From an optimization exercise on the open Yosys and OpenROAD flow, aimed at small area, a short achievable clock period and few clock cycles; shortcuts taken in it are not production practice.
RTL that was checked went through simulation tests only; none was proved equivalent to the original.
Power figures rest on the tool's default switching activity, not on a simulated workload.

// red_reduce
module red_reduce (
    input  wire        clk,
    input  wire        rst,         
    input  wire        in_valid,
    output reg         in_ready,
    input  wire        in_first,    
    input  wire        in_last,     
    input  wire [7:0]  op,
    input  wire [23:0] p0,
    input  wire [23:0] p1,
    input  wire [23:0] a,
    input  wire        a_ok,
    input  wire [23:0] b,
    input  wire        b_ok,
    output reg         out_valid,
    output wire [23:0] r0,
    output wire [23:0] r1,
    output reg         r_ok,
    output reg         nsat,
    output reg         asat
);
export LEC_CHECK = 0
export CAP_MARGIN = 20
export CORE_MARGIN = 2
export CORE_UTILIZATION = 40
export SLEW_MARGIN = 20
create_clock -name core_clock -period 14.0 [get_ports {clk}]
run.sh (not shown) runs the stock make flow with config.mk's settings and CLKGATE_MAP_FILE= SYNTH_SCRIPT=/design/flow/synth_recipe.tcl, a recipe that flattens the netlist after the stock synthesis.
The first run went through all stages and came out clean.
Rerun with:
Settings changed: ABC_CLOCK_PERIOD_IN_PS set to 3500.
- critical path depth stays the same
- power is unchanged
- synthesized area is unchanged
- fmax stays the same
- worst hold slack stays the same
No functional check of the RTL was part of any run of this note.

========
Another version of the RTL of red_reduce (not shown whole).
Size: about 4700 cells after synthesis, about 470 flip-flops, about 160 I/O pins.
export LEC_CHECK = 0
export CAP_MARGIN = 20
export CORE_MARGIN = 2
export CORE_UTILIZATION = 40
export CTS_BUF_LIST = sky130_fd_sc_hd__clkbuf_4 sky130_fd_sc_hd__clkbuf_8
export SLEW_MARGIN = 20
create_clock -name core_clock -period 14.0 [get_ports {clk}]
standard.sh (not shown) runs the stock make flow with config.mk's settings and CLKGATE_MAP_FILE= SYNTH_SCRIPT=/design/flow/synth_recipe.tcl, a recipe that flattens the netlist after the stock synthesis.
==> flow/flow/run.sh <==
#!/bin/bash
# Standard layout, with repair_timing aiming for extra setup slack so that the
# achieved period shrinks, and port buffers of an ordinary buffer cell; the
# constraints (SDC, clock period) are the design's.
set -euo pipefail
bash standard.sh "BUFFER_PORTS_ARGS=-buffer_cell sky130_fd_sc_hd__buf_2" SETUP_SLACK_MARGIN=9.75 finish > orfs_make.log 2>&1
The baseline passed the timing, design-rule and antenna checks.
Testbench counts at the start, summed over its fixed seeds: cycles 42,289.
Then changed:
CTS_BUF_LIST = default   (was sky130_fd_sc_hd__clkbuf_4 sky130_fd_sc_hd__clkbuf_8)
CTS_CLUSTER_SIZE = 30   (was default)
After rerunning:
- global-route usage fell by 0.18 points
- cell count fell by 1.3%
- count of clock-buffer cells in the layout fell by 61
- core utilization fell by 0.11 points
Then changed:
==> flow/flow/run.sh (replaced) <==
#!/bin/bash
# Standard layout, with repair_timing aiming for extra setup slack so that the
# achieved period shrinks, and port buffers of an ordinary buffer cell; the
# constraints (SDC, clock period) are the design's.
set -euo pipefail
bash standard.sh "BUFFER_PORTS_ARGS=-buffer_cell sky130_fd_sc_hd__buf_2" SETUP_SLACK_MARGIN=10.25 finish > orfs_make.log 2>&1
CTS_CLUSTER_SIZE = default   (was 30)
What happened: Sequential share of layout area shrinks by 1.8 points. Cell area grows by a little under a tenth. Area after synthesis does not change. Cell count grows by a few percent.
Then changed:
==> flow/flow/run.sh (replaced) <==
#!/bin/bash
# Standard layout, with repair_timing aiming for extra setup slack so that the
# achieved period shrinks, and port buffers of an ordinary buffer cell; the
# constraints (SDC, clock period) are the design's.
set -euo pipefail
bash standard.sh "BUFFER_PORTS_ARGS=-buffer_cell sky130_fd_sc_hd__buf_2" SETUP_SLACK_MARGIN=9.75 finish > orfs_make.log 2>&1
Setup slack gets worse by 44 ps.
Sequential cell count does not change.
Design area is lower by 7.9%.
Wire length falls by 4.7%.
Power falls by 7.3%.
Clock skew grows by 15 ps.
Synthesized area stays the same.
Global-route usage goes down by 0.97 points.

========
Another version of the RTL of red_reduce (not shown whole).
Size: roughly 450 flip-flops, ~160 I/O pins, about 0.041 mm^2 of cells after synthesis.
==> flow/config.mk <==
export PLATFORM = sky130hd
export DESIGN_NAME = red_reduce
export DESIGN_NICKNAME = red_reduce
export VERILOG_FILES = /design/flow/design.v
export SDC_FILE = /design/flow/constraint.sdc
export NUM_CORES = 4
export LEC_CHECK = 0
export CAP_MARGIN = 20
export CORE_MARGIN = 2
export CORE_UTILIZATION = 40
export SLEW_MARGIN = 20
==> flow/constraint.sdc <==
create_clock -name core_clock -period 14.0 [get_ports {clk}]
set_input_delay 2.8000 -clock core_clock [delete_from_list [all_inputs] [get_ports {clk}]]
set_output_delay 2.8000 -clock core_clock [all_outputs]
set_load 0.01 [all_outputs]
==> flow/flow/run.sh <==
#!/bin/bash
# Standard layout, with repair_timing aiming for extra setup slack so that the
# achieved period shrinks, and port buffers of an ordinary buffer cell; the
# constraints (SDC, clock period) are the design's.
set -euo pipefail
bash standard.sh "BUFFER_PORTS_ARGS=-buffer_cell sky130_fd_sc_hd__buf_2" SETUP_SLACK_MARGIN=9 finish > orfs_make.log 2>&1
==> next run, changes <==
--- a/flow/flow/run.sh
+++ b/flow/flow/run.sh
@@ -5,2 +5,2 @@
 set -euo pipefail
-bash standard.sh "BUFFER_PORTS_ARGS=-buffer_cell sky130_fd_sc_hd__buf_2" SETUP_SLACK_MARGIN=9 finish > orfs_make.log 2>&1
+bash standard.sh "BUFFER_PORTS_ARGS=-buffer_cell sky130_fd_sc_hd__buf_2" SETUP_SLACK_MARGIN=9.25 finish > orfs_make.log 2>&1
After rerunning: Register-to-register slack improves by 0.28 ns; routed wire length increases by 0.49%; sequential power hardly moves.
No run of this note included a check of the RTL's function; only the layout flow was run.

[re-timing with driven ports]
In the flow no input, the clock included, has a driving cell. The finished layouts below were timed again as built, in two steps. Step 1 (the two cells are an assumption about what drives the block):
set clk [get_ports {clk}]
set_driving_cell -lib_cell sky130_fd_sc_hd__clkbuf_16 $clk
set_driving_cell -lib_cell sky130_fd_sc_hd__buf_2 [delete_from_list [all_inputs] $clk]
Step 2, shift: input delay + t, output delay - t, t = (earliest + latest rising clock arrival at the registers) / 2. This alone moves slack from input paths to output paths. Slacks: no drivers / after step 1 / after step 2; pairs: no drivers / after step 1.
run	t (ns)	setup WS [ns]	hold slack, ns	worst data-port slew with drivers (ns)
the first run of note 1	0.738	6.128 / 6.128 / 6.128	0.323 / 0.323 / 0.323	0.05
the second run of note 1	0.738	6.128 / 6.128 / 6.128	0.323 / 0.323 / 0.323	0.05
the first run of note 2	0.770	9.748 / 9.681 / 9.370	0.321 / 0.321 / 0.321	0.03
the second run of note 2	0.709	9.779 / 9.710 / 9.337	0.324 / 0.324 / 0.324	0.04
the third run of note 2	0.701	9.823 / 9.752 / 9.685	0.322 / 0.322 / 0.322	0.05
the fourth run of note 2	0.709	9.779 / 9.710 / 9.337	0.324 / 0.324 / 0.324	0.04
the first run of note 3	0.715	9.145 / 9.145 / 8.780	0.302 / 0.302 / 0.302	0.14
the second run of note 3	0.720	9.423 / 9.423 / 9.262	0.307 / 0.307 / 0.307	0.13
After both steps every run listed still meets setup and hold.
